This design comes from an exercise in tuning for small area and a short achievable clock period on the open sky130 flow, not from production work.
Where RTL was checked, it was by simulation tests only, not by an equivalence proof against the original.
Function not checked in run 1: the RTL went through the layout flow alone.

$ cat flow/config.mk
export PLATFORM = sky130hd
export DESIGN_NAME = chk_unit
export DESIGN_NICKNAME = chk_unit
export VERILOG_FILES = /design/flow/design.v
export SDC_FILE = /design/flow/constraint.sdc
export NUM_CORES = 4
export LEC_CHECK = 0
export CAP_MARGIN = 20
export CORE_MARGIN = 2
export CORE_UTILIZATION = 40
export SETUP_SLACK_MARGIN = 2
export SLEW_MARGIN = 20
export DONT_USE_CELLS = sky130_fd_sc_hd__xor3_1 sky130_fd_sc_hd__xor3_2 sky130_fd_sc_hd__xor3_4 sky130_fd_sc_hd__xnor3_1 sky130_fd_sc_hd__xnor3_2 sky130_fd_sc_hd__xnor3_4
export BUFFER_PORTS_ARGS = -buffer_cell sky130_fd_sc_hd__buf_1
$ cat flow/constraint.sdc
create_clock -name core_clock -period 25.0 [get_ports {clk}]
set_input_delay 5.0000 -clock core_clock [delete_from_list [all_inputs] [get_ports {clk}]]
set_output_delay 5.0000 -clock core_clock [all_outputs]
set_load 0.01 [all_outputs]
$ cat flow/design.v
module chk_unit (
    input  wire        clk,
    input  wire        rst,           
    input  wire        wr_cfg,        
    input  wire        wr_init,       
    input  wire        wr_value,      
    input  wire [31:0] wdata,
    input  wire        s_valid,
    input  wire [63:0] s_data,        
    input  wire [2:0]  s_nbm1,        
    input  wire        s_last,        
    input  wire        s_check,       
    output wire [1:0]  code,
    output wire [31:0] value,
    output wire [31:0] result,
    output wire        residue_ok,
    output wire [15:0] fail_cnt,
    output wire [15:0] refused_cnt
);
    function [31:0] width_mask(input [1:0] c);
        case (c)
            2'd0, 2'd1: width_mask = 32'hFFFF_FFFF;
            2'd2:       width_mask = 32'h0000_FFFF;
            default:    width_mask = 32'h0000_00FF;
        endcase
    endfunction
    function [31:0] init_value(input [1:0] c);
        case (c)
            2'd0, 2'd1: init_value = 32'hFFFF_FFFF;
            2'd2:       init_value = 32'h0000_FFFF;
            default:    init_value = 32'h0000_0000;
        endcase
    endfunction
    function [31:0] final_xor(input [1:0] c);
        case (c)
            2'd0, 2'd1: final_xor = 32'hFFFF_FFFF;
            2'd2:       final_xor = 32'h0000_FFFF;
            default:    final_xor = 32'h0000_0000;
        endcase
    endfunction
    function [31:0] residue(input [1:0] c);
        case (c)
            2'd0:    residue = 32'hDEBB_20E3;
            2'd1:    residue = 32'hB798_B438;
            2'd2:    residue = 32'h0000_F0B8;
            default: residue = 32'h0000_0000;
        endcase
    endfunction
    reg [1:0]  code_q;
    reg [31:0] value_q;
    reg [15:0] fail_q;
    reg [15:0] refused_q;
    reg        chk_q;         
    wire [63:0] z    = s_data ^ {32'd0, value_q};
    wire [63:0] y    = z << {~s_nbm1, 3'b000};
    wire [23:0] y_hi = value_q[31:8] >> {s_nbm1[1:0], 3'b000};
    wire [31:0] y_tail = (s_nbm1[2] || s_nbm1 == 3'd3) ? 32'd0 : {8'd0, y_hi};
    wire t64 = y[11] ^ y[55];
    wire t65 = y[12] ^ y[13];
    wire t66 = y[9] ^ y[38];
    wire t67 = y[10] ^ y[39];
    wire t68 = y[3] ^ y[8];
    wire t69 = y[4] ^ y[32];
    wire t70 = y[15] ^ y[37];
    wire t71 = y[5] ^ y[34];
    wire t72 = y[6] ^ y[35];
    wire t73 = y[7] ^ y[36];
    wire t74 = y[47] ^ y[54];
    wire t75 = y[2] ^ y[40];
    wire t76 = y[0] ^ y[57];
    wire t77 = y[14] ^ y[43];
    wire t78 = y[16] ^ y[63];
    wire t79 = y[21] ^ y[41];
    wire t80 = y[31] ^ y[53];
    wire t81 = y[42] ^ y[58];
    wire t82 = y[18] ^ y[33];
    wire t83 = y[1] ^ y[45];
    wire t84 = y[22] ^ y[52];
    wire t85 = y[23] ^ y[30];
    wire t86 = y[24] ^ y[44];
    wire t87 = y[25] ^ y[62];
    wire t88 = y[26] ^ y[46];
    wire t89 = y[28] ^ y[50];
    wire t90 = y[20] ^ y[49];
    wire t91 = y[51] ^ y[59];
    wire t92 = y[56] ^ y[60];
    wire t93 = y[17] ^ y[29];
    wire t94 = y[19] ^ y[48];
    wire t95 = y[27] ^ t69;
    wire t96 = y[61] ^ t65;
    wire t97 = y[12] ^ t64;
    wire t98 = t66 ^ t72;
    wire t99 = t68 ^ t70;
    wire t100 = t71 ^ t75;
    wire t101 = y[14] ^ t67;
    wire t102 = t74 ^ t78;
    wire t103 = y[1] ^ y[37];
    wire t104 = y[4] ^ t73;
    wire t105 = t79 ^ t83;
    wire t106 = y[11] ^ y[50];
    wire t107 = y[16] ^ y[36];
    wire t108 = y[31] ^ y[61];
    wire t109 = y[13] ^ t86;
    wire t110 = y[38] ^ t76;
    wire t111 = y[48] ^ t93;
    wire t112 = y[52] ^ t77;
    wire t113 = t80 ^ t84;
    wire t114 = y[17] ^ y[33];
    wire t115 = y[22] ^ y[39];
    wire t116 = y[23] ^ y[29];
    wire t117 = y[34] ^ y[59];
    wire t118 = y[35] ^ y[49];
    wire t119 = y[7] ^ t85;
    wire t120 = y[21] ^ t81;
    wire t121 = y[45] ^ t87;
    wire t122 = y[56] ^ t82;
    wire t123 = t65 ^ t92;
    wire t124 = y[62] ^ t96;
    wire t125 = y[3] ^ y[18];
    wire t126 = y[10] ^ y[57];
    wire t127 = y[25] ^ y[32];
    wire t128 = y[27] ^ y[58];
    wire t129 = y[41] ^ y[44];
    wire t130 = y[2] ^ t76;
    wire t131 = y[5] ^ t88;
    wire t132 = y[15] ^ t75;
    wire t133 = y[30] ^ t91;
    wire t134 = y[42] ^ t72;
    wire t135 = y[43] ^ t84;
    wire t136 = t64 ^ t68;
    wire t137 = t67 ^ t89;
    wire t138 = t73 ^ t90;
    wire t139 = y[8] ^ t97;
    wire t140 = t66 ^ t95;
    wire t141 = y[19] ^ y[26];
    wire t142 = y[20] ^ y[40];
    wire t143 = y[34] ^ y[54];
    wire t144 = y[0] ^ t74;
    wire t145 = y[28] ^ t70;
    wire t146 = y[32] ^ t107;
    wire t147 = y[51] ^ t81;
    wire t148 = t64 ^ t80;
    wire t149 = t71 ^ t82;
    wire t150 = y[5] ^ y[60];
    wire t151 = y[9] ^ y[53];
    wire t152 = y[17] ^ y[35];
    wire t153 = y[18] ^ y[63];
    wire t154 = y[22] ^ y[46];
    wire t155 = y[24] ^ y[54];
    wire t156 = y[40] ^ y[42];
    wire t157 = y[41] ^ y[49];
    wire t158 = y[6] ^ t78;
    wire t159 = y[15] ^ t94;
    wire t160 = y[38] ^ t77;
    wire t161 = y[46] ^ t79;
    wire t162 = y[47] ^ t78;
    wire t163 = t91 ^ t114;
    wire t164 = t90 ^ t100;
    wire t165 = y[0] ^ y[31];
    wire t166 = y[1] ^ y[3];
    wire t167 = y[6] ^ y[8];
    wire t168 = y[7] ^ y[24];
    wire t169 = y[10] ^ y[30];
    wire t170 = y[11] ^ y[12];
    wire t171 = y[11] ^ y[36];
    wire t172 = y[14] ^ y[55];
    wire t173 = y[19] ^ y[56];
    wire t174 = y[24] ^ y[33];
    wire t175 = y[27] ^ y[29];
    wire t176 = y[28] ^ y[47];
    wire t177 = y[32] ^ y[53];
    wire t178 = y[39] ^ y[55];
    wire t179 = y[60] ^ y[61];
    wire t180 = y[2] ^ t88;
    wire t181 = y[13] ^ t67;
    wire t182 = y[26] ^ t86;
    wire t183 = y[27] ^ t66;
    wire t184 = y[51] ^ t127;
    wire t185 = y[58] ^ t94;
    wire t186 = t68 ^ t103;
    wire t187 = t71 ^ t89;
    wire t188 = t81 ^ t92;
    wire t189 = t85 ^ t93;
    wire t190 = y[52] ^ t101;
    wire t191 = t77 ^ t104;
    wire t192 = t88 ^ t148;
    wire t193 = t91 ^ t102;
    wire t194 = t98 ^ t99;
    wire t195 = t109 ^ t118;
    wire t196 = t121 ^ t128;
    wire t197 = y[1] ^ y[23];
    wire t198 = y[4] ^ y[34];
    wire t199 = y[6] ^ y[57];
    wire t200 = y[8] ^ y[62];
    wire t201 = y[16] ^ y[61];
    wire t202 = y[20] ^ y[41];
    wire t203 = y[25] ^ y[41];
    wire t204 = y[40] ^ y[54];
    wire t205 = y[43] ^ y[59];
    wire t206 = y[48] ^ y[54];
    wire t207 = y[0] ^ t83;
    wire t208 = y[1] ^ t82;
    wire t209 = y[6] ^ t83;
    wire t210 = y[7] ^ t108;
    wire t211 = y[9] ^ t69;
    wire t212 = y[15] ^ t106;
    wire t213 = y[16] ^ t68;
    wire t214 = y[19] ^ t84;
    wire t215 = y[19] ^ t115;
    wire t216 = y[30] ^ t157;
    wire t217 = y[36] ^ t88;
    wire t218 = y[37] ^ t177;
    wire t219 = y[55] ^ t126;
    wire t220 = y[56] ^ t94;
    wire t221 = y[57] ^ t87;
    wire t222 = y[62] ^ t169;
    wire t223 = y[63] ^ t79;
    wire t224 = t81 ^ t89;
    wire t225 = t87 ^ t116;
    wire t226 = t125 ^ t142;
    wire t227 = y[11] ^ t119;
    wire t228 = y[13] ^ t147;
    wire t229 = y[18] ^ t99;
    wire t230 = y[31] ^ t163;
    wire t231 = y[44] ^ t112;
    wire t232 = y[47] ^ t136;
    wire t233 = y[53] ^ t105;
    wire t234 = y[60] ^ t132;
    wire t235 = y[63] ^ t95;
    wire t236 = t67 ^ t104;
    wire t237 = t69 ^ t110;
    wire t238 = t71 ^ t134;
    wire t239 = t74 ^ t133;
    wire t240 = t77 ^ t130;
    wire t241 = t95 ^ t98;
    wire t242 = t101 ^ t116;
    wire t243 = t110 ^ t161;
    wire t244 = t113 ^ t131;
    wire t245 = t117 ^ t135;
    wire t246 = t122 ^ t145;
    wire t247 = t158 ^ t159;
    wire t248 = t74 ^ t139;
    wire t249 = t85 ^ t140;
    wire t250 = y[3] ^ y[46];
    wire t251 = y[7] ^ y[12];
    wire t252 = y[8] ^ y[25];
    wire t253 = y[9] ^ y[46];
    wire t254 = y[10] ^ y[33];
    wire t255 = y[14] ^ y[39];
    wire t256 = y[17] ^ y[58];
    wire t257 = y[18] ^ y[29];
    wire t258 = y[24] ^ y[26];
    wire t259 = y[26] ^ y[40];
    wire t260 = y[28] ^ y[52];
    wire t261 = y[30] ^ y[51];
    wire t262 = y[33] ^ y[49];
    wire t263 = y[34] ^ y[62];
    wire t264 = y[35] ^ y[39];
    wire t265 = y[35] ^ y[42];
    wire t266 = y[38] ^ y[59];
    wire t267 = y[42] ^ y[51];
    wire t268 = y[44] ^ y[47];
    wire t269 = y[44] ^ y[61];
    wire t270 = y[52] ^ y[55];
    wire t271 = y[57] ^ y[59];
    wire t272 = y[0] ^ t80;
    wire t273 = y[4] ^ t92;
    wire t274 = y[5] ^ t70;
    wire t275 = y[14] ^ t90;
    wire t276 = y[16] ^ t81;
    wire t277 = y[20] ^ t129;
    wire t278 = y[20] ^ t165;
    wire t279 = y[21] ^ t156;
    wire t280 = y[22] ^ t151;
    wire t281 = y[23] ^ t67;
    wire t282 = y[23] ^ t93;
    wire t283 = y[29] ^ t66;
    wire t284 = y[30] ^ t143;
    wire t285 = y[31] ^ t66;
    wire t286 = y[32] ^ t80;
    wire t287 = y[33] ^ t141;
    wire t288 = y[36] ^ t90;
    wire t289 = y[37] ^ t76;
    wire t290 = y[38] ^ t64;
    wire t291 = y[41] ^ t167;
    wire t292 = y[43] ^ t94;
    wire t293 = y[44] ^ t171;
    wire t294 = y[45] ^ t73;
    wire t295 = y[45] ^ t179;
    wire t296 = y[48] ^ t198;
    wire t297 = y[50] ^ t85;
    wire t298 = y[50] ^ t152;
    wire t299 = y[50] ^ t172;
    wire t300 = y[59] ^ t94;
    wire t301 = y[60] ^ t78;
    wire t302 = t64 ^ t91;
    wire t303 = t64 ^ t107;
    wire t304 = t65 ^ t72;
    wire t305 = t65 ^ t89;
    wire t306 = t65 ^ t174;
    wire t307 = t65 ^ t200;
    wire t308 = t69 ^ t75;
    wire t309 = t70 ^ t178;
    wire t310 = t72 ^ t103;
    wire t311 = t73 ^ t89;
    wire t312 = t73 ^ t92;
    wire t313 = t76 ^ t83;
    wire t314 = t76 ^ t93;
    wire t315 = t82 ^ t92;
    wire t316 = t85 ^ t178;
    wire t317 = t87 ^ t108;
    wire t318 = t103 ^ t168;
    wire t319 = t103 ^ t202;
    wire t320 = t106 ^ t154;
    wire t321 = t117 ^ t125;
    wire t322 = y[0] ^ t98;
    wire t323 = y[4] ^ t120;
    wire t324 = y[5] ^ t212;
    wire t325 = y[10] ^ t121;
    wire t326 = y[16] ^ t113;
    wire t327 = y[18] ^ t138;
    wire t328 = y[21] ^ t186;
    wire t329 = y[26] ^ t111;
    wire t330 = y[27] ^ t180;
    wire t331 = y[35] ^ t102;
    wire t332 = y[38] ^ t132;
    wire t333 = y[42] ^ t113;
    wire t334 = y[48] ^ t100;
    wire t335 = y[49] ^ t131;
    wire t336 = y[51] ^ t149;
    wire t337 = y[53] ^ t188;
    wire t338 = y[55] ^ t96;
    wire t339 = y[58] ^ t105;
    wire t340 = y[63] ^ t123;
    wire t341 = t79 ^ t96;
    wire t342 = t79 ^ t97;
    wire t343 = t80 ^ t183;
    wire t344 = t83 ^ t119;
    wire t345 = t86 ^ t208;
    wire t346 = t89 ^ t162;
    wire t347 = t96 ^ t151;
    wire t348 = t97 ^ t203;
    wire t349 = t100 ^ t137;
    wire t350 = t102 ^ t111;
    wire t351 = t102 ^ t184;
    wire t352 = t104 ^ t105;
    wire t353 = t105 ^ t138;
    wire t354 = t108 ^ t121;
    wire t355 = t110 ^ t257;
    wire t356 = t111 ^ t153;
    wire t357 = t112 ^ t122;
    wire t358 = t112 ^ t123;
    wire t359 = t120 ^ t266;
    wire t360 = t123 ^ t146;
    wire t361 = t129 ^ t159;
    wire t362 = t133 ^ t155;
    wire t363 = t135 ^ t149;
    wire t364 = t144 ^ t160;
    wire t365 = t175 ^ t293;
    wire t366 = t185 ^ t225;
    wire t367 = t222 ^ t270;
    wire t368 = y[17] ^ t237;
    wire t369 = t70 ^ t164;
    wire t370 = t80 ^ t195;
    wire t371 = t87 ^ t192;
    wire t372 = t88 ^ t124;
    wire t373 = t90 ^ t124;
    wire t374 = t120 ^ t193;
    wire t375 = t124 ^ t130;
    wire t376 = t128 ^ t243;
    wire t377 = t139 ^ t182;
    wire t378 = t139 ^ t231;
    wire t379 = t140 ^ t152;
    wire t380 = t146 ^ t196;
    wire t381 = t166 ^ t190;
    wire t382 = t191 ^ t228;
    wire t383 = t194 ^ t308;
    wire t384 = t230 ^ t318;
    wire t385 = t236 ^ t279;
    wire t386 = t240 ^ t323;
    wire t387 = t297 ^ t352;
    wire t388 = t86 ^ t249;
    wire t389 = t173 ^ t248;
    wire t390 = t114 ^ t142;
    wire t391 = t185 ^ t284;
    wire t392 = t303 ^ t390;
    wire t393 = t241 ^ t391;
    wire t394 = t392 ^ t381;
    wire t395 = t393 ^ t394;
    wire t396 = y[59] ^ t152;
    wire t397 = t272 ^ t396;
    wire t398 = t164 ^ t236;
    wire t399 = t246 ^ t342;
    wire t400 = t397 ^ t398;
    wire t401 = t399 ^ t400;
    wire t402 = y[19] ^ y[22];
    wire t403 = t79 ^ t106;
    wire t404 = t204 ^ t402;
    wire t405 = t186 ^ t403;
    wire t406 = t404 ^ t238;
    wire t407 = t355 ^ t360;
    wire t408 = t405 ^ t406;
    wire t409 = t407 ^ t408;
    wire t410 = t85 ^ t114;
    wire t411 = t98 ^ t130;
    wire t412 = t147 ^ t215;
    wire t413 = t319 ^ t410;
    wire t414 = t191 ^ t338;
    wire t415 = t411 ^ t412;
    wire t416 = t413 ^ t414;
    wire t417 = t415 ^ t416;
    wire t418 = y[56] ^ y[62];
    wire t419 = t67 ^ t73;
    wire t420 = t197 ^ t418;
    wire t421 = t100 ^ t109;
    wire t422 = t112 ^ t278;
    wire t423 = t419 ^ t420;
    wire t424 = t229 ^ t359;
    wire t425 = t421 ^ t422;
    wire t426 = t423 ^ t424;
    wire t427 = t425 ^ t426;
    wire t428 = y[11] ^ y[25];
    wire t429 = t77 ^ t86;
    wire t430 = t271 ^ t428;
    wire t431 = t215 ^ t301;
    wire t432 = t429 ^ t430;
    wire t433 = t233 ^ t431;
    wire t434 = t432 ^ t383;
    wire t435 = t433 ^ t434;
    wire t436 = y[14] ^ t84;
    wire t437 = t127 ^ t179;
    wire t438 = t97 ^ t436;
    wire t439 = t437 ^ t238;
    wire t440 = t330 ^ t344;
    wire t441 = t361 ^ t438;
    wire t442 = t439 ^ t440;
    wire t443 = t441 ^ t442;
    wire t444 = y[15] ^ y[23];
    wire t445 = y[43] ^ y[45];
    wire t446 = y[56] ^ t174;
    wire t447 = t176 ^ t444;
    wire t448 = t445 ^ t134;
    wire t449 = t138 ^ t213;
    wire t450 = t272 ^ t446;
    wire t451 = t447 ^ t124;
    wire t452 = t330 ^ t448;
    wire t453 = t449 ^ t450;
    wire t454 = t451 ^ t452;
    wire t455 = t453 ^ t454;
    wire t456 = y[34] ^ t77;
    wire t457 = t253 ^ t95;
    wire t458 = t109 ^ t221;
    wire t459 = t311 ^ t456;
    wire t460 = t328 ^ t350;
    wire t461 = t457 ^ t458;
    wire t462 = t459 ^ t460;
    wire t463 = t461 ^ t462;
    wire t464 = y[28] ^ y[39];
    wire t465 = t84 ^ t141;
    wire t466 = t464 ^ t209;
    wire t467 = t465 ^ t164;
    wire t468 = t229 ^ t351;
    wire t469 = t365 ^ t466;
    wire t470 = t467 ^ t468;
    wire t471 = t469 ^ t470;
    wire t472 = t143 ^ t170;
    wire t473 = t180 ^ t218;
    wire t474 = t311 ^ t472;
    wire t475 = t242 ^ t339;
    wire t476 = t473 ^ t474;
    wire t477 = t475 ^ t476;
    wire t478 = t75 ^ t154;
    wire t479 = t175 ^ t265;
    wire t480 = t99 ^ t290;
    wire t481 = t306 ^ t478;
    wire t482 = t479 ^ t239;
    wire t483 = t480 ^ t481;
    wire t484 = t482 ^ t483;
    wire t485 = y[3] ^ t107;
    wire t486 = t176 ^ t203;
    wire t487 = t285 ^ t296;
    wire t488 = t316 ^ t485;
    wire t489 = t486 ^ t358;
    wire t490 = t487 ^ t488;
    wire t491 = t489 ^ t490;
    wire t492 = y[56] ^ y[57];
    wire t493 = y[61] ^ t69;
    wire t494 = t156 ^ t492;
    wire t495 = t101 ^ t274;
    wire t496 = t493 ^ t494;
    wire t497 = t329 ^ t495;
    wire t498 = t496 ^ t370;
    wire t499 = t497 ^ t498;
    wire t500 = t82 ^ t199;
    wire t501 = t204 ^ t160;
    wire t502 = t216 ^ t500;
    wire t503 = t324 ^ t501;
    wire t504 = t502 ^ t380;
    wire t505 = t503 ^ t504;
    wire t506 = y[19] ^ y[34];
    wire t507 = t88 ^ t129;
    wire t508 = t251 ^ t506;
    wire t509 = t158 ^ t224;
    wire t510 = t309 ^ t507;
    wire t511 = t508 ^ t230;
    wire t512 = t509 ^ t510;
    wire t513 = t511 ^ t512;
    wire t514 = y[9] ^ y[29];
    wire t515 = t82 ^ t94;
    wire t516 = t514 ^ t136;
    wire t517 = t181 ^ t188;
    wire t518 = t209 ^ t515;
    wire t519 = t191 ^ t239;
    wire t520 = t516 ^ t517;
    wire t521 = t518 ^ t519;
    wire t522 = t520 ^ t521;
    wire t523 = t76 ^ t169;
    wire t524 = t253 ^ t210;
    wire t525 = t273 ^ t300;
    wire t526 = t523 ^ t524;
    wire t527 = t525 ^ t369;
    wire t528 = t378 ^ t526;
    wire t529 = t527 ^ t528;
    wire t530 = t92 ^ t126;
    wire t531 = t268 ^ t98;
    wire t532 = t213 ^ t286;
    wire t533 = t530 ^ t324;
    wire t534 = t339 ^ t531;
    wire t535 = t532 ^ t373;
    wire t536 = t533 ^ t534;
    wire t537 = t535 ^ t536;
    wire t538 = t206 ^ t101;
    wire t539 = t120 ^ t158;
    wire t540 = t163 ^ t211;
    wire t541 = t294 ^ t320;
    wire t542 = t538 ^ t539;
    wire t543 = t540 ^ t541;
    wire t544 = t375 ^ t542;
    wire t545 = t543 ^ t544;
    wire t546 = y[46] ^ t70;
    wire t547 = t85 ^ t115;
    wire t548 = t150 ^ t292;
    wire t549 = t307 ^ t546;
    wire t550 = t547 ^ t193;
    wire t551 = t241 ^ t327;
    wire t552 = t548 ^ t549;
    wire t553 = t550 ^ t551;
    wire t554 = t552 ^ t553;
    wire t555 = y[58] ^ y[60];
    wire t556 = t108 ^ t555;
    wire t557 = t144 ^ t187;
    wire t558 = t556 ^ t195;
    wire t559 = t227 ^ t235;
    wire t560 = t328 ^ t557;
    wire t561 = t558 ^ t559;
    wire t562 = t560 ^ t561;
    wire t563 = y[20] ^ t93;
    wire t564 = t108 ^ t170;
    wire t565 = t213 ^ t214;
    wire t566 = t563 ^ t564;
    wire t567 = t196 ^ t349;
    wire t568 = t362 ^ t565;
    wire t569 = t566 ^ t567;
    wire t570 = t568 ^ t569;
    wire t571 = y[0] ^ y[60];
    wire t572 = t91 ^ t260;
    wire t573 = t571 ^ t189;
    wire t574 = t211 ^ t223;
    wire t575 = t226 ^ t304;
    wire t576 = t572 ^ t573;
    wire t577 = t574 ^ t575;
    wire t578 = t371 ^ t576;
    wire t579 = t577 ^ t578;
    wire t580 = t71 ^ t115;
    wire t581 = t168 ^ t98;
    wire t582 = t148 ^ t162;
    wire t583 = t188 ^ t226;
    wire t584 = t580 ^ t329;
    wire t585 = t341 ^ t581;
    wire t586 = t582 ^ t583;
    wire t587 = t584 ^ t585;
    wire t588 = t586 ^ t587;
    wire t589 = y[7] ^ t66;
    wire t590 = t90 ^ t197;
    wire t591 = t122 ^ t136;
    wire t592 = t221 ^ t276;
    wire t593 = t589 ^ t590;
    wire t594 = t245 ^ t341;
    wire t595 = t591 ^ t592;
    wire t596 = t593 ^ t594;
    wire t597 = t595 ^ t596;
    wire t598 = t86 ^ t117;
    wire t599 = t141 ^ t200;
    wire t600 = t280 ^ t281;
    wire t601 = t298 ^ t598;
    wire t602 = t599 ^ t340;
    wire t603 = t600 ^ t601;
    wire t604 = t386 ^ t602;
    wire t605 = t603 ^ t604;
    wire t606 = y[25] ^ t91;
    wire t607 = t109 ^ t295;
    wire t608 = t316 ^ t606;
    wire t609 = t247 ^ t363;
    wire t610 = t607 ^ t608;
    wire t611 = t368 ^ t609;
    wire t612 = t610 ^ t611;
    wire t613 = y[61] ^ t125;
    wire t614 = t206 ^ t148;
    wire t615 = t312 ^ t613;
    wire t616 = t325 ^ t335;
    wire t617 = t614 ^ t615;
    wire t618 = t616 ^ t617;
    wire t619 = t388 ^ t618;
    wire t620 = y[37] ^ t174;
    wire t621 = t199 ^ t137;
    wire t622 = t620 ^ t235;
    wire t623 = t335 ^ t354;
    wire t624 = t621 ^ t622;
    wire t625 = t623 ^ t389;
    wire t626 = t624 ^ t625;
    wire t627 = t87 ^ t173;
    wire t628 = t261 ^ t104;
    wire t629 = t131 ^ t305;
    wire t630 = t314 ^ t627;
    wire t631 = t331 ^ t628;
    wire t632 = t629 ^ t630;
    wire t633 = t381 ^ t631;
    wire t634 = t632 ^ t633;
    wire t635 = t141 ^ t99;
    wire t636 = t130 ^ t181;
    wire t637 = t283 ^ t286;
    wire t638 = t331 ^ t336;
    wire t639 = t635 ^ t636;
    wire t640 = t637 ^ t638;
    wire t641 = t639 ^ t640;
    wire t642 = y[2] ^ y[37];
    wire t643 = t92 ^ t93;
    wire t644 = t176 ^ t642;
    wire t645 = t181 ^ t300;
    wire t646 = t303 ^ t643;
    wire t647 = t644 ^ t363;
    wire t648 = t645 ^ t646;
    wire t649 = t376 ^ t647;
    wire t650 = t648 ^ t649;
    wire t651 = y[40] ^ t94;
    wire t652 = t115 ^ t170;
    wire t653 = t176 ^ t269;
    wire t654 = t110 ^ t189;
    wire t655 = t275 ^ t310;
    wire t656 = t321 ^ t651;
    wire t657 = t652 ^ t653;
    wire t658 = t337 ^ t654;
    wire t659 = t655 ^ t656;
    wire t660 = t657 ^ t658;
    wire t661 = t659 ^ t660;
    wire t662 = y[31] ^ t155;
    wire t663 = t205 ^ t264;
    wire t664 = t185 ^ t662;
    wire t665 = t663 ^ t234;
    wire t666 = t355 ^ t664;
    wire t667 = t373 ^ t387;
    wire t668 = t665 ^ t666;
    wire t669 = t667 ^ t668;
    wire t670 = y[32] ^ t75;
    wire t671 = t78 ^ t81;
    wire t672 = t150 ^ t109;
    wire t673 = t133 ^ t161;
    wire t674 = t186 ^ t215;
    wire t675 = t288 ^ t299;
    wire t676 = t317 ^ t670;
    wire t677 = t671 ^ t672;
    wire t678 = t673 ^ t674;
    wire t679 = t675 ^ t676;
    wire t680 = t677 ^ t678;
    wire t681 = t679 ^ t680;
    wire t682 = y[9] ^ y[57];
    wire t683 = t64 ^ t682;
    wire t684 = t95 ^ t187;
    wire t685 = t217 ^ t226;
    wire t686 = t683 ^ t228;
    wire t687 = t242 ^ t247;
    wire t688 = t354 ^ t684;
    wire t689 = t685 ^ t686;
    wire t690 = t687 ^ t688;
    wire t691 = t689 ^ t690;
    wire t692 = y[48] ^ t115;
    wire t693 = t153 ^ t172;
    wire t694 = t258 ^ t261;
    wire t695 = t263 ^ t138;
    wire t696 = t304 ^ t692;
    wire t697 = t693 ^ t694;
    wire t698 = t234 ^ t237;
    wire t699 = t695 ^ t696;
    wire t700 = t697 ^ t698;
    wire t701 = t699 ^ t700;
    wire t702 = y[25] ^ t89;
    wire t703 = t117 ^ t118;
    wire t704 = t126 ^ t154;
    wire t705 = t197 ^ t160;
    wire t706 = t210 ^ t702;
    wire t707 = t703 ^ t704;
    wire t708 = t232 ^ t234;
    wire t709 = t356 ^ t705;
    wire t710 = t706 ^ t707;
    wire t711 = t708 ^ t709;
    wire t712 = t710 ^ t711;
    wire t713 = y[21] ^ t118;
    wire t714 = t99 ^ t135;
    wire t715 = t163 ^ t187;
    wire t716 = t219 ^ t713;
    wire t717 = t714 ^ t715;
    wire t718 = t716 ^ t372;
    wire t719 = t717 ^ t388;
    wire t720 = t718 ^ t719;
    wire t721 = t171 ^ t109;
    wire t722 = t113 ^ t273;
    wire t723 = t196 ^ t242;
    wire t724 = t322 ^ t336;
    wire t725 = t346 ^ t721;
    wire t726 = t722 ^ t723;
    wire t727 = t724 ^ t725;
    wire t728 = t726 ^ t727;
    wire t729 = y[22] ^ t72;
    wire t730 = t128 ^ t258;
    wire t731 = t119 ^ t132;
    wire t732 = t160 ^ t315;
    wire t733 = t729 ^ t730;
    wire t734 = t233 ^ t338;
    wire t735 = t351 ^ t731;
    wire t736 = t732 ^ t733;
    wire t737 = t734 ^ t735;
    wire t738 = t736 ^ t737;
    wire t739 = y[10] ^ y[11];
    wire t740 = t150 ^ t739;
    wire t741 = t120 ^ t182;
    wire t742 = t210 ^ t225;
    wire t743 = t740 ^ t229;
    wire t744 = t364 ^ t741;
    wire t745 = t742 ^ t743;
    wire t746 = t744 ^ t745;
    wire t747 = y[30] ^ y[61];
    wire t748 = t87 ^ t115;
    wire t749 = t205 ^ t747;
    wire t750 = t207 ^ t748;
    wire t751 = t749 ^ t140;
    wire t752 = t247 ^ t750;
    wire t753 = t377 ^ t751;
    wire t754 = t752 ^ t753;
    wire t755 = t153 ^ t259;
    wire t756 = t268 ^ t97;
    wire t757 = t285 ^ t289;
    wire t758 = t755 ^ t245;
    wire t759 = t353 ^ t366;
    wire t760 = t756 ^ t757;
    wire t761 = t758 ^ t759;
    wire t762 = t760 ^ t761;
    wire t763 = y[43] ^ y[52];
    wire t764 = t177 ^ t265;
    wire t765 = t763 ^ t149;
    wire t766 = t189 ^ t288;
    wire t767 = t313 ^ t764;
    wire t768 = t346 ^ t765;
    wire t769 = t766 ^ t767;
    wire t770 = t377 ^ t768;
    wire t771 = t769 ^ t770;
    wire t772 = t86 ^ t150;
    wire t773 = t98 ^ t137;
    wire t774 = t313 ^ t772;
    wire t775 = t239 ^ t326;
    wire t776 = t348 ^ t773;
    wire t777 = t774 ^ t775;
    wire t778 = t776 ^ t777;
    wire t779 = y[52] ^ y[54];
    wire t780 = t75 ^ t127;
    wire t781 = t779 ^ t96;
    wire t782 = t111 ^ t147;
    wire t783 = t209 ^ t281;
    wire t784 = t312 ^ t780;
    wire t785 = t192 ^ t781;
    wire t786 = t782 ^ t783;
    wire t787 = t784 ^ t785;
    wire t788 = t786 ^ t787;
    wire t789 = y[27] ^ t74;
    wire t790 = t75 ^ t168;
    wire t791 = t271 ^ t136;
    wire t792 = t216 ^ t218;
    wire t793 = t789 ^ t790;
    wire t794 = t357 ^ t791;
    wire t795 = t792 ^ t793;
    wire t796 = t372 ^ t794;
    wire t797 = t795 ^ t796;
    wire t798 = y[33] ^ t68;
    wire t799 = t74 ^ t172;
    wire t800 = t198 ^ t221;
    wire t801 = t224 ^ t798;
    wire t802 = t799 ^ t340;
    wire t803 = t343 ^ t361;
    wire t804 = t800 ^ t801;
    wire t805 = t802 ^ t803;
    wire t806 = t804 ^ t805;
    wire t807 = t70 ^ t82;
    wire t808 = t171 ^ t267;
    wire t809 = t144 ^ t180;
    wire t810 = t214 ^ t223;
    wire t811 = t275 ^ t295;
    wire t812 = t807 ^ t808;
    wire t813 = t809 ^ t810;
    wire t814 = t811 ^ t812;
    wire t815 = t379 ^ t813;
    wire t816 = t814 ^ t815;
    wire t817 = y[59] ^ t166;
    wire t818 = t202 ^ t212;
    wire t819 = t282 ^ t817;
    wire t820 = t337 ^ t818;
    wire t821 = t819 ^ t375;
    wire t822 = t820 ^ t821;
    wire t823 = y[1] ^ t125;
    wire t824 = t301 ^ t823;
    wire t825 = t124 ^ t362;
    wire t826 = t824 ^ t386;
    wire t827 = t825 ^ t826;
    wire t828 = t166 ^ t101;
    wire t829 = t162 ^ t296;
    wire t830 = t317 ^ t243;
    wire t831 = t246 ^ t365;
    wire t832 = t828 ^ t829;
    wire t833 = t830 ^ t831;
    wire t834 = t832 ^ t833;
    wire t835 = y[15] ^ t82;
    wire t836 = t118 ^ t156;
    wire t837 = t205 ^ t105;
    wire t838 = t123 ^ t217;
    wire t839 = t835 ^ t836;
    wire t840 = t235 ^ t367;
    wire t841 = t837 ^ t838;
    wire t842 = t839 ^ t840;
    wire t843 = t841 ^ t842;
    wire t844 = y[50] ^ y[55];
    wire t845 = t80 ^ t269;
    wire t846 = t844 ^ t845;
    wire t847 = t190 ^ t356;
    wire t848 = t359 ^ t846;
    wire t849 = t847 ^ t848;
    wire t850 = y[13] ^ y[45];
    wire t851 = y[51] ^ y[53];
    wire t852 = t74 ^ t262;
    wire t853 = t850 ^ t851;
    wire t854 = t100 ^ t111;
    wire t855 = t145 ^ t146;
    wire t856 = t852 ^ t853;
    wire t857 = t367 ^ t854;
    wire t858 = t855 ^ t856;
    wire t859 = t376 ^ t857;
    wire t860 = t858 ^ t859;
    wire t861 = t117 ^ t250;
    wire t862 = t255 ^ t113;
    wire t863 = t122 ^ t216;
    wire t864 = t224 ^ t290;
    wire t865 = t310 ^ t861;
    wire t866 = t350 ^ t862;
    wire t867 = t863 ^ t864;
    wire t868 = t865 ^ t866;
    wire t869 = t867 ^ t868;
    wire t870 = t118 ^ t204;
    wire t871 = t254 ^ t95;
    wire t872 = t147 ^ t161;
    wire t873 = t274 ^ t305;
    wire t874 = t870 ^ t227;
    wire t875 = t326 ^ t871;
    wire t876 = t872 ^ t873;
    wire t877 = t874 ^ t875;
    wire t878 = t876 ^ t877;
    wire t879 = t146 ^ t187;
    wire t880 = t282 ^ t291;
    wire t881 = t302 ^ t306;
    wire t882 = t333 ^ t364;
    wire t883 = t879 ^ t880;
    wire t884 = t881 ^ t882;
    wire t885 = t883 ^ t884;
    wire t886 = t143 ^ t151;
    wire t887 = t111 ^ t119;
    wire t888 = t134 ^ t184;
    wire t889 = t309 ^ t886;
    wire t890 = t345 ^ t358;
    wire t891 = t887 ^ t888;
    wire t892 = t889 ^ t890;
    wire t893 = t891 ^ t892;
    wire t894 = t141 ^ t201;
    wire t895 = t252 ^ t219;
    wire t896 = t284 ^ t294;
    wire t897 = t894 ^ t332;
    wire t898 = t357 ^ t895;
    wire t899 = t896 ^ t370;
    wire t900 = t897 ^ t898;
    wire t901 = t899 ^ t900;
    wire t902 = y[9] ^ t76;
    wire t903 = t143 ^ t173;
    wire t904 = t255 ^ t99;
    wire t905 = t277 ^ t298;
    wire t906 = t902 ^ t903;
    wire t907 = t192 ^ t904;
    wire t908 = t905 ^ t906;
    wire t909 = t380 ^ t907;
    wire t910 = t908 ^ t909;
    wire t911 = y[12] ^ t83;
    wire t912 = t142 ^ t217;
    wire t913 = t219 ^ t911;
    wire t914 = t246 ^ t912;
    wire t915 = t913 ^ t374;
    wire t916 = t379 ^ t914;
    wire t917 = t915 ^ t916;
    wire t918 = y[44] ^ t70;
    wire t919 = t167 ^ t207;
    wire t920 = t283 ^ t918;
    wire t921 = t333 ^ t360;
    wire t922 = t919 ^ t920;
    wire t923 = t921 ^ t922;
    wire t924 = y[46] ^ y[54];
    wire t925 = t66 ^ t114;
    wire t926 = t201 ^ t924;
    wire t927 = t181 ^ t218;
    wire t928 = t925 ^ t926;
    wire t929 = t240 ^ t344;
    wire t930 = t927 ^ t928;
    wire t931 = t929 ^ t930;
    wire t932 = y[31] ^ y[46];
    wire t933 = t256 ^ t263;
    wire t934 = t932 ^ t101;
    wire t935 = t136 ^ t144;
    wire t936 = t933 ^ t332;
    wire t937 = t345 ^ t934;
    wire t938 = t935 ^ t936;
    wire t939 = t937 ^ t938;
    wire t940 = t264 ^ t132;
    wire t941 = t162 ^ t207;
    wire t942 = t211 ^ t220;
    wire t943 = t321 ^ t348;
    wire t944 = t940 ^ t941;
    wire t945 = t942 ^ t943;
    wire t946 = t944 ^ t945;
    wire t947 = y[45] ^ t90;
    wire t948 = t94 ^ t129;
    wire t949 = t254 ^ t314;
    wire t950 = t947 ^ t948;
    wire t951 = t244 ^ t949;
    wire t952 = t950 ^ t383;
    wire t953 = t951 ^ t952;
    wire t954 = y[6] ^ t67;
    wire t955 = t106 ^ t250;
    wire t956 = t138 ^ t144;
    wire t957 = t149 ^ t276;
    wire t958 = t954 ^ t955;
    wire t959 = t233 ^ t956;
    wire t960 = t957 ^ t958;
    wire t961 = t249 ^ t959;
    wire t962 = t960 ^ t961;
    wire t963 = y[4] ^ y[21];
    wire t964 = t154 ^ t963;
    wire t965 = t134 ^ t292;
    wire t966 = t964 ^ t349;
    wire t967 = t965 ^ t248;
    wire t968 = t384 ^ t966;
    wire t969 = t967 ^ t968;
    wire t970 = t116 ^ t129;
    wire t971 = t123 ^ t135;
    wire t972 = t184 ^ t970;
    wire t973 = t232 ^ t322;
    wire t974 = t327 ^ t334;
    wire t975 = t971 ^ t972;
    wire t976 = t973 ^ t974;
    wire t977 = t975 ^ t976;
    wire t978 = t68 ^ t262;
    wire t979 = t134 ^ t182;
    wire t980 = t220 ^ t289;
    wire t981 = t978 ^ t190;
    wire t982 = t347 ^ t979;
    wire t983 = t980 ^ t387;
    wire t984 = t981 ^ t982;
    wire t985 = t983 ^ t984;
    wire t986 = y[8] ^ t83;
    wire t987 = t87 ^ t126;
    wire t988 = t155 ^ t320;
    wire t989 = t986 ^ t987;
    wire t990 = t343 ^ t988;
    wire t991 = t989 ^ t369;
    wire t992 = t382 ^ t990;
    wire t993 = t991 ^ t992;
    wire t994 = y[2] ^ y[23];
    wire t995 = y[58] ^ t127;
    wire t996 = t994 ^ t131;
    wire t997 = t137 ^ t995;
    wire t998 = t193 ^ t194;
    wire t999 = t231 ^ t342;
    wire t1000 = t996 ^ t997;
    wire t1001 = t998 ^ t999;
    wire t1002 = t1000 ^ t1001;
    wire t1003 = y[48] ^ t67;
    wire t1004 = t259 ^ t95;
    wire t1005 = t1003 ^ t232;
    wire t1006 = t1004 ^ t384;
    wire t1007 = t1005 ^ t1006;
    wire t1008 = t157 ^ t170;
    wire t1009 = t252 ^ t260;
    wire t1010 = t315 ^ t1008;
    wire t1011 = t1009 ^ t140;
    wire t1012 = t334 ^ t1010;
    wire t1013 = t1011 ^ t1012;
    wire t1014 = y[3] ^ y[29];
    wire t1015 = y[57] ^ t157;
    wire t1016 = t1014 ^ t137;
    wire t1017 = t287 ^ t1015;
    wire t1018 = t238 ^ t347;
    wire t1019 = t1016 ^ t1017;
    wire t1020 = t1018 ^ t1019;
    wire t1021 = t72 ^ t106;
    wire t1022 = t142 ^ t143;
    wire t1023 = t175 ^ t222;
    wire t1024 = t1021 ^ t1022;
    wire t1025 = t1023 ^ t1024;
    wire t1026 = t382 ^ t1025;
    wire t1027 = y[5] ^ y[35];
    wire t1028 = t73 ^ t165;
    wire t1029 = t1027 ^ t133;
    wire t1030 = t145 ^ t223;
    wire t1031 = t1028 ^ t1029;
    wire t1032 = t1030 ^ t378;
    wire t1033 = t1031 ^ t1032;
    wire t1034 = y[26] ^ y[45];
    wire t1035 = t165 ^ t1034;
    wire t1036 = t102 ^ t112;
    wire t1037 = t183 ^ t220;
    wire t1038 = t307 ^ t1035;
    wire t1039 = t1036 ^ t1037;
    wire t1040 = t1038 ^ t385;
    wire t1041 = t1039 ^ t1040;
    wire t1042 = y[62] ^ t86;
    wire t1043 = t156 ^ t145;
    wire t1044 = t1042 ^ t244;
    wire t1045 = t353 ^ t1043;
    wire t1046 = t368 ^ t1044;
    wire t1047 = t1045 ^ t389;
    wire t1048 = t1046 ^ t1047;
    wire t1049 = y[2] ^ t69;
    wire t1050 = t73 ^ t126;
    wire t1051 = t167 ^ t122;
    wire t1052 = t299 ^ t319;
    wire t1053 = t1049 ^ t1050;
    wire t1054 = t244 ^ t366;
    wire t1055 = t1051 ^ t1052;
    wire t1056 = t1053 ^ t1054;
    wire t1057 = t1055 ^ t1056;
    wire t1058 = y[53] ^ t199;
    wire t1059 = t99 ^ t183;
    wire t1060 = t287 ^ t1058;
    wire t1061 = t164 ^ t227;
    wire t1062 = t1059 ^ t1060;
    wire t1063 = t374 ^ t1061;
    wire t1064 = t1062 ^ t1063;
    wire t1065 = y[55] ^ y[60];
    wire t1066 = t68 ^ t79;
    wire t1067 = t206 ^ t251;
    wire t1068 = t256 ^ t1065;
    wire t1069 = t137 ^ t278;
    wire t1070 = t1066 ^ t1067;
    wire t1071 = t1068 ^ t241;
    wire t1072 = t245 ^ t1069;
    wire t1073 = t1070 ^ t1071;
    wire t1074 = t1072 ^ t1073;
    wire t1075 = y[28] ^ t116;
    wire t1076 = t150 ^ t201;
    wire t1077 = t208 ^ t280;
    wire t1078 = t302 ^ t1075;
    wire t1079 = t1076 ^ t195;
    wire t1080 = t1077 ^ t1078;
    wire t1081 = t385 ^ t1079;
    wire t1082 = t1080 ^ t1081;
    wire t1083 = y[12] ^ y[36];
    wire t1084 = y[37] ^ t77;
    wire t1085 = t106 ^ t155;
    wire t1086 = t179 ^ t1083;
    wire t1087 = t100 ^ t189;
    wire t1088 = t214 ^ t291;
    wire t1089 = t1084 ^ t1085;
    wire t1090 = t1086 ^ t325;
    wire t1091 = t1087 ^ t1088;
    wire t1092 = t1089 ^ t1090;
    wire t1093 = t1091 ^ t1092;
    wire t1094 = t153 ^ t267;
    wire t1095 = t96 ^ t119;
    wire t1096 = t277 ^ t1094;
    wire t1097 = t194 ^ t1095;
    wire t1098 = t1096 ^ t371;
    wire t1099 = t1097 ^ t1098;
    wire [31:0] w0 = {t641, t634, t626, t619, t612, t605, t597, t588, t579, t570, t562, t554, t545, t537, t529, t522, t513, t505, t499, t491, t484, t477, t471, t463, t455, t443, t435, t427, t417, t409, t401, t395};
    wire [31:0] w1 = {t917, t910, t901, t893, t885, t878, t869, t860, t849, t843, t834, t827, t822, t816, t806, t797, t788, t778, t771, t762, t754, t746, t738, t728, t720, t712, t701, t691, t681, t669, t661, t650};
    wire [15:0] w2 = {t1033, t1026, t1020, t1013, t1007, t1002, t993, t985, t977, t969, t962, t953, t946, t939, t931, t923};
    wire [7:0] w3 = {t1099, t1093, t1082, t1074, t1064, t1057, t1048, t1041};
    reg [31:0] crc;
    always @* begin
        case (code_q)
            2'd0:    crc = w0;
            2'd1:    crc = w1;
            2'd2:    crc = {16'd0, w2};
            default: crc = {24'd0, w3};
        endcase
    end
    wire [31:0] beat_value = crc ^ y_tail;
    reg [1:0]  ctl_code;
    reg [31:0] ctl_value;
    always @* begin
        ctl_code  = code_q;
        ctl_value = value_q;
        if (wr_cfg) begin
            ctl_code  = wdata[1:0];
            ctl_value = value_q & width_mask(wdata[1:0]);
        end
        if (wr_init)
            ctl_value = init_value(ctl_code);
        if (wr_value)
            ctl_value = wdata & width_mask(ctl_code);
    end
    wire [1:0]  n_writes = {1'b0, wr_cfg} + {1'b0, wr_init} + {1'b0, wr_value};
    wire [16:0] ref_sum  = {1'b0, refused_q} + {15'd0, n_writes};
    wire        rok_hi   = code_q[1] |
                           (value_q[31:16] == (code_q[0] ? 16'hB798 : 16'hDEBB));
    wire [31:0] res      = residue(code_q);
    wire        rok_mid  = (code_q == 2'd3) | (value_q[15:8] == res[15:8]);
    wire        rok      = rok_hi & rok_mid & (value_q[7:0] == res[7:0]);
    wire [15:0] fail_now = (chk_q && !rok && fail_q != 16'hFFFF) ? fail_q + 16'd1 : fail_q;
    always @(posedge clk) begin
        if (rst) begin
            code_q    <= 2'd1;
            value_q   <= 32'd0;
            fail_q    <= 16'd0;
            refused_q <= 16'd0;
            chk_q     <= 1'b0;
        end else begin
            fail_q <= fail_now;
            chk_q  <= s_valid & s_last & s_check;
            if (s_valid) begin
                value_q   <= beat_value;
                refused_q <= ref_sum[16] ? 16'hFFFF : ref_sum[15:0];
            end else begin
                code_q  <= ctl_code;
                value_q <= ctl_value;
            end
        end
    end
    assign code        = code_q;
    assign value       = value_q;
    assign result      = {~(value_q[31:16] | {16{code_q[1]}}),
                          ~(value_q[15:8] | {8{code_q == 2'd3}}),
                          value_q[7:0] ^ {8{code_q != 2'd3}}};
    assign residue_ok  = rok;
    assign fail_cnt    = fail_now;
    assign refused_cnt = refused_q;
endmodule
$ cat flow/flow/run.sh
#!/bin/bash
# Standard layout (the standard.sh) with these changes:
#  - no three-input XOR cells (two XOR2 are smaller than one XOR3 here);
#  - ports buffered with the smallest buffer instead of a delay buffer;
#  - the timing repair aims for more setup slack than the design's margin.
set -euo pipefail
cat >> config.mk <<'EOC'
export DONT_USE_CELLS = sky130_fd_sc_hd__xor3_1 sky130_fd_sc_hd__xor3_2 sky130_fd_sc_hd__xor3_4 sky130_fd_sc_hd__xnor3_1 sky130_fd_sc_hd__xnor3_2 sky130_fd_sc_hd__xnor3_4
export BUFFER_PORTS_ARGS = -buffer_cell sky130_fd_sc_hd__buf_1
EOC
bash standard.sh SETUP_SLACK_MARGIN=${MARGIN:-15} finish > standard.log 2>&1
$ cat flow/standard.sh
#!/bin/bash
# synth_recipe.tcl (not shown) runs the flow's synth.tcl, then flattens the netlist and writes it again
# the make line also repeats each setting of config.mk as NAME=value (left out here)
make -C /OpenROAD-flow-scripts/flow DESIGN_CONFIG=/design/flow/config.mk WORK_HOME=/design/flow/orfs CLKGATE_MAP_FILE= SYNTH_SCRIPT=/design/flow/synth_recipe.tcl "${@:-finish}"
==> results.yml, run 1 <==
run_status:
  status: "no timing/DRC/antenna violations"
cells_and_area:
  final_common_cell: "xnor2_1"
  fillers: 4801
  multi_input_area_um2: 17010
  final_net_count: 2627
  syn2layout_area_growth_pct: 10.59
  drive_gt1_frac: 0.1158
  final-seq-area_um2: 1341
  mostFrequentLayoutCells: "xnor2_1 (765), xor2_1 (253), buf_1 (201)"
  final_cells: 3122
die:
  coreArea_um2: 46750
  initial_core_util: 0.4072
  io_pins: 206
  num_rows: 79
  dieArea_um2: 49350
  die_height_um: 222.2
  die_w_um: 222.2
place:
  gp_congestion: 1.105
  dp_cells: 3086
  dp_hpwl_um: 95100
  port_buffers: 205
sta:
  fin_crit_ps: 9986
  finalCritPeriodShare: 0.3995
  rsz0062_at_grt: "no"
  final.setup.tns_ps: 0
  worstMarginPinSlew_ps: 1172
  fin_worst_skew_ps: 9.161
  max_slew_margin: 0.2104
  setup_violations: 0
  fmax_mhz: 100.1
  final_hold_viol_count: 0
  final_max_slew_viol_count: 0
synth:
  syn_area_um2: 19040
  netlist_instances: 2344
  avgSynthCellArea_um2: 8.122
  synthSimpleGateAreaFrac: 0.1316
  synth-compound-area-share: 0.1468
  synth_top_family_by_area: "XOR/XNOR gates"
  synthArstFlopShare: 0
  synth_adder_area_share: 0.008018
  synth_flop_cell: "dfxtp_1"
  ys_ff_latch: 67
  ys_types: 112
  yosysSeqAreaShare: 0.07046
  yosys_warnings: 1
  synth_nets: 2462
  synth_mux_area_frac: 0.08557
  synth_xor_area_frac: 0.5150
  synth-edff-count: 0
drt:
  post_drt_wl_per_cell_um: 37.07
  via_count: 20060
  drcViolationCount: 0
  drtIter0Drc: 3293
  ant_nets: 0
  dr.pass1.iters: 8
  vias_per_cell: 6.424
  wirelength_um: 115700
clock_tree:
  clock_sinks: 67
  cts_inserted_buffers: 9
  htreeDepth: 3
  clock_path_buffers: 2
  cts_tree: "done"
  cts_root_buf: "clkbuf_16"
  insertion_delay_ps: 340
  clkSlewWorstSetupHoldPaths_ps: 70
worst_setup_path:
  crit_fanout: 70
  r2r_cells: 11
  cp.arrival_ps: 10230
  crit_type: "in -> reg"
  end_kind: "register"
  crit_required_ps: 25250
  cp-start-kind: "input pin"
grt:
  grt_pass1_wl_um: 154900
  grt_max_degree: 71
  grt_antenna_before_repair: 1
  grt_pass1_vias: 18610
  grt_util_all_layers: 0.4528
  overflow: 0
min_path:
  hold_depth: 2
  hp-class: "reg -> reg"
job:
  drv_cap: 0
-- cell families (layout without fill, tap and decap cells) --
family,Yosys count,count (layout)
XOR/XNOR,1068,1068
AND/OR/NAND/NOR,543,543
AO/OA/AOI/OAI,372,372
buffers and inverters,161,331
multiplexers,122,122
flip-flops,67,67
adder cells (fa/ha/maj),11,11
other,0,1
-- critical path, stage by stage --
cell and delay, ps:
clkbuf_2 90, buf_6 480, nand2b_1 560, o22ai_1 560
buf_4 260, o31ai_4 60, buf_4 260, xor2_4 550
xnor2_1 360, xor2_1 240, xnor2_1 760, xnor2_1 230
xnor2_1 180, xnor2_1 230, nand3_1 110, a311oi_1 280
-- routing by layer --
metal	vias to the layer above	share of wire	track usage
met1	9710	0.39	0.5848
met4	0	0.088	0.3178
met5	-	0	0
met3	419	0.12	0.1134
li1	8238	-	-
met2	1688	0.40	0.6566
-- state kept, by name (all words and copies together) (netlist names) --
name and count:
value_q 32, chk_q 1, refused_q 16, fail_q 16, code_q 2
-- stage by stage --
stage / hold slack (ps) / instance area, um2 / setup slack, ps / util
3_5_place_dp: 555.2 / 20410 / 13850 / 0.4366
2_1_floorplan: 551.6 / 19040 / 16470 / -
3_3_place_gp: 526.1 / 20390 / 13790 / 0.4361
4_1_cts: 565.5 / 20840 / 15030 / 0.4458
5_1_grt: 599.3 / 21050 / 15010 / 0.4502
6_report: 564.4 / 21050 / 15010 / 0.4503
-- worst paths after layout --
| path | start | endpoint | slack (ps) |
|---|---|---|---|
| max reg2reg | value_q[17] | value_q[12] | 19130 |
| max | s_nbm1[1] | value_q[24] | 15010 |
| min | refused_q[14] | refused_q[14] | 560 |
| min reg2reg | refused_q[14] | refused_q[14] | 560 |
-- final cells by class --
cell class              count  area share
clock inverters             6    0.003506
multi-input cells        2116      0.8077
clock buffers              10     0.01088
repair buffers            297     0.07459
diodes                      1   0.0001189
flip-flops and latches     67     0.06371
inverters                  18    0.003388
well taps                 607     0.03608
-- what timing repair did --
item	in CTS	in global routing
pin swaps	2	2
endpoints found under the hold margin	0	0
resized for setup	16	13
hold buffers	0	0
setup buffers	5	13
setup endpoints to repair	28	16
-- cells in the mapped netlist, types with 31 or more instances --
library cell / instances / area, um2
nand3_1: 31 / 155.2
buf_2: 61 / 305.3
xor2_1: 254 / 2225
mux2i_1: 72 / 720.7
clkbuf_1: 46 / 172.7
o22ai_1: 45 / 281.5
a21oi_1: 110 / 550.5
dfxtp_1: 67 / 1341
xnor2_1: 769 / 6735
o21ai_0: 31 / 155.2
nor2_1: 183 / 686.9
nand2_1: 174 / 653.1
==> run 2, diff against run 1 <==
--- a/flow/design.v
+++ b/flow/design.v
@@ -53,5 +53,14 @@
     reg        chk_q;         
     wire [63:0] z    = s_data ^ {32'd0, value_q};
-    wire [63:0] y    = z << {~s_nbm1, 3'b000};
+    wire [2:0]  sh   = ~s_nbm1;
+    reg  [63:0] y;
+    integer k, s;
+    always @* begin
+        y = 64'd0;
+        for (k = 0; k < 8; k = k + 1)
+            for (s = 0; s <= k; s = s + 1)
+                if (sh == s)
+                    y[8*k +: 8] = y[8*k +: 8] | z[8*(k-s) +: 8];
+    end
     wire [23:0] y_hi = value_q[31:8] >> {s_nbm1[1:0], 3'b000};
     wire [31:0] y_tail = (s_nbm1[2] || s_nbm1 == 3'd3) ? 32'd0 : {8'd0, y_hi};
--- a/flow/config.mk
+++ b/flow/config.mk
@@ -8,5 +8,5 @@
 export CAP_MARGIN = 20
 export CORE_MARGIN = 2
-export CORE_UTILIZATION = 40
+export CORE_UTILIZATION = 55
 export SETUP_SLACK_MARGIN = 2
 export SLEW_MARGIN = 20
==> results.yml, run 2 <==
clock_tree:
  clock_path_buffers: 2
  holdBufCountCts: 0
  clock_sinks: 67
  cts_tree: "done"
  cts_root_buf: "clkbuf_16"
  cts_inserted_buffers: 9
  insertion_delay_ps: 350
  htreeDepth: 3
  clkSlewWorstSetupHoldPaths_ps: 70
grt:
  grt_pass1_vias: 16240
  grt_pass1_wl_um: 119600
  overflow: 0
  grt_antenna_before_repair: 0
  grt_max_degree: 68
  grt_util_all_layers: 0.5047
synth:
  netlist_instances: 2058
  synth-edff-count: 0
  ys_top_cells_by_area: "xnor2_1 (43%), xor2_1 (8.7%), dfxtp_1 (7.7%)"
  avgSynthCellArea_um2: 8.513
  synth_top_area_cell: "xnor2_1"
  synth_common_cells: "xnor2_1 (866), xor2_1 (174), nor2_1 (141)"
  synth.most_common_cell: "xnor2_1"
  syn_area_um2: 17520
  synth_top_cell_area_share: 0.4329
  ys_types: 83
  yosysSeqAreaShare: 0.07656
  synth_nets: 2176
  ys_ff_latch: 67
  synthArstFlopShare: 0
  yosys_warnings: 1
  synth_flop_cell: "dfxtp_1"
sta:
  final_max_slew_viol_count: 0
  rsz0062_at_grt: "yes"
  setup_violations: 0
  worstMarginPinSlew_ps: 1205
  finalCritPeriodShare: 0.4023
  max_slew_margin: 0.1966
  fmax_mhz: 99.42
  final.setup.tns_ps: 0
  fin_worst_skew_ps: 16.99
  final_hold_viol_count: 0
  fin_hold_ws_ps: 552.6
  fin_crit_ps: 10060
worst_setup_path:
  end_kind: "register"
  crit_required_ps: 25220
  crit_type: "in -> reg"
  cp-start-kind: "input pin"
  crit_fanout: 31
  crit_path_cell_trace: "buf_2, nand3_2, o22ai_2, xnor2_2, xnor2_2, xnor2_1, xor2_1, xnor2_1, xnor2_1, xnor2_1, a222oi_1, nor2_1, xnor2_1, o32ai_1"
  path_buf_inv: 1
  critPathTopFamily: "XOR/XNOR gates"
  max_stage_delay_ps: 800
  crit_top_cell: "xnor2_1"
  cp_slowest_cell: "o22ai_2"
  cp.arrival_ps: 10280
job:
  drv_cap: 0
die:
  initial_core_util: 0.5567
  num_rows: 65
  dieArea_um2: 33300
  coreArea_um2: 31470
  die_height_um: 182.5
  io_pins: 206
  die_w_um: 182.5
cells_and_area:
  reg.largest.list: "value_q (32), fail_q (16), refused_q (16)"
  syn2layout_area_growth_pct: 9.334
  final_net_count: 2341
  largest_reg_flops: 32
  drive_gt1_frac: 0.1140
  final_common_cell: "xnor2_1"
  mostFrequentLayoutCells: "xnor2_1 (859), buf_1 (200), xor2_1 (173)"
  max_flop_register: "value_q"
  antennaDiodeCount: 0
place:
  dp_hpwl_um: 68180
  port_buffers: 205
  gp_congestion: 1.215
drt:
  via_count: 17440
  ant_nets: 0
  drtIter0Drc: 3369
  post_drt_wl_per_cell_um: 32.71
  wirelength_um: 86020
  drcViolationCount: 0
  vias_per_cell: 6.632
  dr.pass1.iters: 6
run_status:
  status: "no timing/DRC/antenna violations"
min_path:
  hp-class: "reg -> reg"
==> run 2: cell count changes in the layout (fill, tap and decap cells not counted), moves of 27 or more <==
cell,change
nand2_1,-97
xnor2_1,+94
xor2_1,-80
o22ai_1,+48
nor2_1,-42
a21oi_1,-33
xnor2_2,+30
buf_4,-27
==> run 2: kinds of logic (layout without fill, tap and decap cells) <==
group,after synthesis,after routing,synth area share
adders and majority gates,11,11,0.008713
AOI/OAI and AO/OA,313,313,0.1285
buffers and inverters,126,295,0.03499
and+or+nand+nor,364,365,0.1078
xor gates and xnor gates,1120,1120,0.6096
muxes,57,57,0.03385
DFF,67,67,0.07656
==> run 2: final cells by class <==
| class | count | area (um2) |
|---|---|---|
| Timing Repair Buffer | 262 | 1220 |
| Clock inverter | 7 | 83.83 |
| Multi-Input combinational cell | 1866 | 15720 |
| Inverter | 17 | 63.81 |
| Fill cell | 2764 | 12320 |
| Clock buffer | 9 | 225.2 |
| Tap cell | 402 | 503.0 |
| Sequential cell | 67 | 1343 |
==> run 2: stage by stage <==
| stage | cells | area (um2) | setup slack, ps | utilization |
|---|---|---|---|---|
| global route | 2630 | 19160 | 14940 | 0.6086 |
| finish | 2630 | 19160 | 14940 | 0.6086 |
| CTS | 2629 | 19070 | 15020 | 0.6059 |
| floorplan | 2058 | 17520 | 16650 | - |
| global placement | 2610 | 18710 | 14520 | 0.5944 |
| detailed placement | 2610 | 18720 | 14570 | 0.5948 |
==> run 2: final timing paths <==
path | from | end | slack [ps] | cells past startpoint
max | s_nbm1[0] | value_q[8] | 14940 | 14
min | refused_q[15] | refused_q[15] | 550 | 2
max reg2reg | value_q[23] | value_q[8] | 19560 | 12
min reg2reg | refused_q[15] | refused_q[15] | 550 | 2
==> run 2: what timing repair did <==
action / in CTS / in global routing
pin swaps: 2 / 1
resized for setup: 1 / 13
gates cloned: 1 / 0
buffers inserted: 2 / 1
setup endpoints to repair: 3 / 23
==> run 2: routing by layer <==
metal  share of wire  vias to the layer above  wire (um)  GRT usage
met5               0                        -          0          0
met1            0.35                     8101      30490     0.6207
met4           0.094                        0       8096     0.3700
li1                -                     7189          -          -
met3            0.15                      479      13240     0.1716
met2            0.40                     1673      34190     0.7294
==> run 2: worst register-to-register path: cells and delay by family, from the launching register on <==
kind / cells / cell delay [ps]
AND/OR/NAND/NOR: 2 / 710
flip-flops: 1 / 450
AO/OA/AOI/OAI: 3 / 960
XOR/XNOR: 7 / 3210
==> run 3, diff against run 2 <==
--- a/flow/flow/run.sh
+++ b/flow/flow/run.sh
@@ -9,3 +9,3 @@
 export BUFFER_PORTS_ARGS = -buffer_cell sky130_fd_sc_hd__buf_1
 EOC
-bash standard.sh SETUP_SLACK_MARGIN=${MARGIN:-15} finish > standard.log 2>&1
+bash standard.sh SETUP_SLACK_MARGIN=${MARGIN:-16} finish > standard.log 2>&1
--- a/flow/config.mk
+++ b/flow/config.mk
@@ -8,5 +8,5 @@
 export CAP_MARGIN = 20
 export CORE_MARGIN = 2
-export CORE_UTILIZATION = 55
+export CORE_UTILIZATION = 40
 export SETUP_SLACK_MARGIN = 2
 export SLEW_MARGIN = 20
==> results.yml, run 3 <==
min_path:
  hp-class: "reg -> reg"
worst_setup_path:
  max_stage_delay_ps: 600
  timing.rr.start: "value_q[6]"
  crit_fanout: 18
  reg2reg_slack_ps: 20180
  crit_type: "in -> reg"
  crit_end: "value_q[11]"
  reg2reg_to: "value_q[10]"
  path_depth: 19
  r2r_cells: 13
  critPathTopFamily: "XOR/XNOR gates"
  crit_start: "s_nbm1[0]"
  cp-start-kind: "input pin"
  path_buf_inv: 6
  crit_path_cell_trace: "buf_2, buf_16, or3b_2, o22ai_1, a211oi_2, buf_6, xor2_4, buf_4, buf_4, xor2_1, xnor2_2, xnor2_1, xnor2_1, xnor2_1, a222oi_1, buf_4, nor3_1, a21o_1, a221oi_1"
  cp.arrival_ps: 9310
  end_kind: "register"
  crit_required_ps: 25240
  cp_slowest_cell: "or3b_2"
clock_tree:
  clock_path_buffers: 2
  cts_inserted_buffers: 9
  insertion_delay_ps: 350
  htreeDepth: 3
  cts_tree: "done"
  clock_sinks: 67
  cts_root_buf: "clkbuf_16"
  clkSlewWorstSetupHoldPaths_ps: 60
  holdBufCountCts: 0
sta:
  fin_worst_skew_ps: 15.89
  fin_hold_ws_ps: 543.9
  fmax_mhz: 110.3
  max_slew_margin: 0.3286
  setup_violations: 0
  fin_crit_ps: 9067
  final_max_slew_viol_count: 0
  worstMarginPinSlew_ps: 1006
  rsz0062_at_grt: "yes"
  fin_ws_ps: 15930
  final.setup.tns_ps: 0
  finalCritPeriodShare: 0.3627
  final_hold_viol_count: 0
drt:
  ant_nets: 0
  dr.pass1.iters: 6
  post_drt_wl_per_cell_um: 34.55
  wirelength_um: 101900
  via_count: 17940
  vias_per_cell: 6.080
  drcViolationCount: 0
  drtIter0Drc: 2641
cells_and_area:
  final_common_cell: "xnor2_1"
  final_net_count: 2477
  multi_input_area_um2: 16940
  fillers: 4227
  final-seq-area_um2: 1343
  final_util: 0.5102
  final_cells: 2950
  syn2layout_area_growth_pct: 25.71
  reg.largest.list: "value_q (32), fail_q (16), refused_q (16)"
  max_flop_register: "value_q"
  mostFrequentLayoutCells: "xnor2_1 (787), buf_1 (199), xor2_1 (158)"
  largest_reg_flops: 32
  drive_gt1_frac: 0.2094
synth:
  yosysSeqAreaShare: 0.07656
  synth.most_common_cell: "xnor2_1"
  netlist_instances: 2058
  synth_flop_cell: "dfxtp_1"
  synth_top_cell_area_share: 0.4329
  synth_top_area_cell: "xnor2_1"
  ys_ff_latch: 67
  synthArstFlopShare: 0
  synth_nets: 2176
  syn_area_um2: 17520
  synth-edff-count: 0
  ys_top_cells_by_area: "xnor2_1 (43%), xor2_1 (8.7%), dfxtp_1 (7.7%)"
  yosys_warnings: 1
  synth_common_cells: "xnor2_1 (866), xor2_1 (174), nor2_1 (141)"
  avgSynthCellArea_um2: 8.513
  ys_types: 83
die:
  initial_core_util: 0.4058
  coreArea_um2: 43170
  die_height_um: 213.3
  io_pins: 206
  num_rows: 76
  dieArea_um2: 45490
  die_w_um: 213.3
place:
  pre_cts_slack_ps: 14110
  gp_congestion: 1.146
  dp_hpwl_um: 79990
  dp_cells: 2816
  port_buffers: 205
grt:
  grt_pass1_vias: 16560
  grt_util_all_layers: 0.4381
  grt_max_degree: 68
  grt_antenna_before_repair: 1
  grt_pass1_wl_um: 136100
  overflow: 0
job:
  drv_cap: 0
run_status:
  status: "no timing/DRC/antenna violations"
==> run 3: changes by cell type in the layout (fill, tap and decap cells not counted), sizes merged <==
cell and delta:
buf +130, or3b +2, diode +1, inv -3, clkbuf +3, clkinvlp +2
nand3 +1, clkinv +1
==> run 3: metal layers <==
metal  wire length [um]  up-vias  GRT usage
li1                   -     7471          -
met1              39020     8728     0.5774
met2              43050     1409     0.6635
met3              12670      329    0.09928
met4               7191        0     0.2311
met5                  0        -          0
==> run 3: timing repair <==
item                       in CTS  in global routing
pin swaps                      32                 22
setup endpoints to repair      43                 39
setup buffers                  74                 37
gates cloned                    1                  5
gates resized for setup        87                 98
==> run 3: metrics by stage <==
stage                     cell area (um2)
final                               22020
after floorplan                     17520
after detailed placement            19150
after global routing                22020
after CTS                           20880
after global placement              19130
==> run 3: cells by family after synthesis <==
kind of cell             after synthesis  synth area share
XOR/XNOR                            1120            0.6096
AND/OR/NAND/NOR                      364            0.1078
AO/OA/AOI/OAI                        313            0.1285
buffers and inverters                126           0.03499
flip-flops                            67           0.07656
multiplexers                          57           0.03385
adder cells (fa/ha/maj)               11          0.008713
==> run 3: area by class of cell <==
type	count	share of cell area
repair buffers	395	0.1195
well taps	585	0.03323
multi-input cells	1869	0.7693
clock buffers	9	0.01023
flip-flops and latches	67	0.06096
diodes	1	0.0001136
inverters	17	0.003238
clock inverters	7	0.003465
==> run 3: worst register-to-register path, stage by stage (launching register included) <==
cell and delay [ps]:
dfxtp_1 520, xnor2_2 810, nor2_1 110, or3_1 390
buf_4 240, xor2_2 820, xnor2_1 240, xnor2_1 190
xnor2_1 130, a222oi_1 580, nor2_1 150, xor2_1 190
a211oi_1 230, nor3_1 70
==> run 3: worst min-delay path by stage <==
stage	depth (start not counted)	slack (ps)	endpoint	from
after detailed placement	2	530	refused_q[15]	refused_q[15]
after global routing	2	600	refused_q[14]	refused_q[14]
after CTS	2	540	refused_q[15]	refused_q[15]
after floorplan	2	540	refused_q[15]	refused_q[15]
after global placement	2	510	refused_q[15]	refused_q[15]
final	2	540	refused_q[15]	refused_q[15]

## afterwards: timing with drivers on the ports
The results above use ideal ports. As a check the final layouts listed here were re-extracted and re-timed, cells and wires unchanged. Step 1 assumes that a clkbuf_16 drives the clock port and a buf_2 every other input. Step 2 moves the port delays by t, midway between the first and last clock arrival at a register: inputs arrive t later, outputs are due t later. That takes back most of the time a late clock gives input paths. Three values: no drivers, after step 1, after step 2; two values: the first two.
run | t (ns) | setup slack, ns | worst setup path after step 2 | worst register clock-pin slew, ns | worst slew at a driven data input, ns
run 1 | 0.376 | 15.014 / 15.028 / 14.652 | input to register | 0.07 / 0.07 | 0.05
run 2 | 0.385 | 14.941 / 14.957 / 14.573 | input to register | 0.07 / 0.07 | 0.05
run 3 | 0.385 | 15.933 / 15.949 / 15.564 | input to register | 0.07 / 0.07 | 0.06
After both steps setup and hold are still met in every run listed. The setup slack of run 3, which loses most, moves by +0.016 ns with the drivers and by -0.369 ns with both steps.
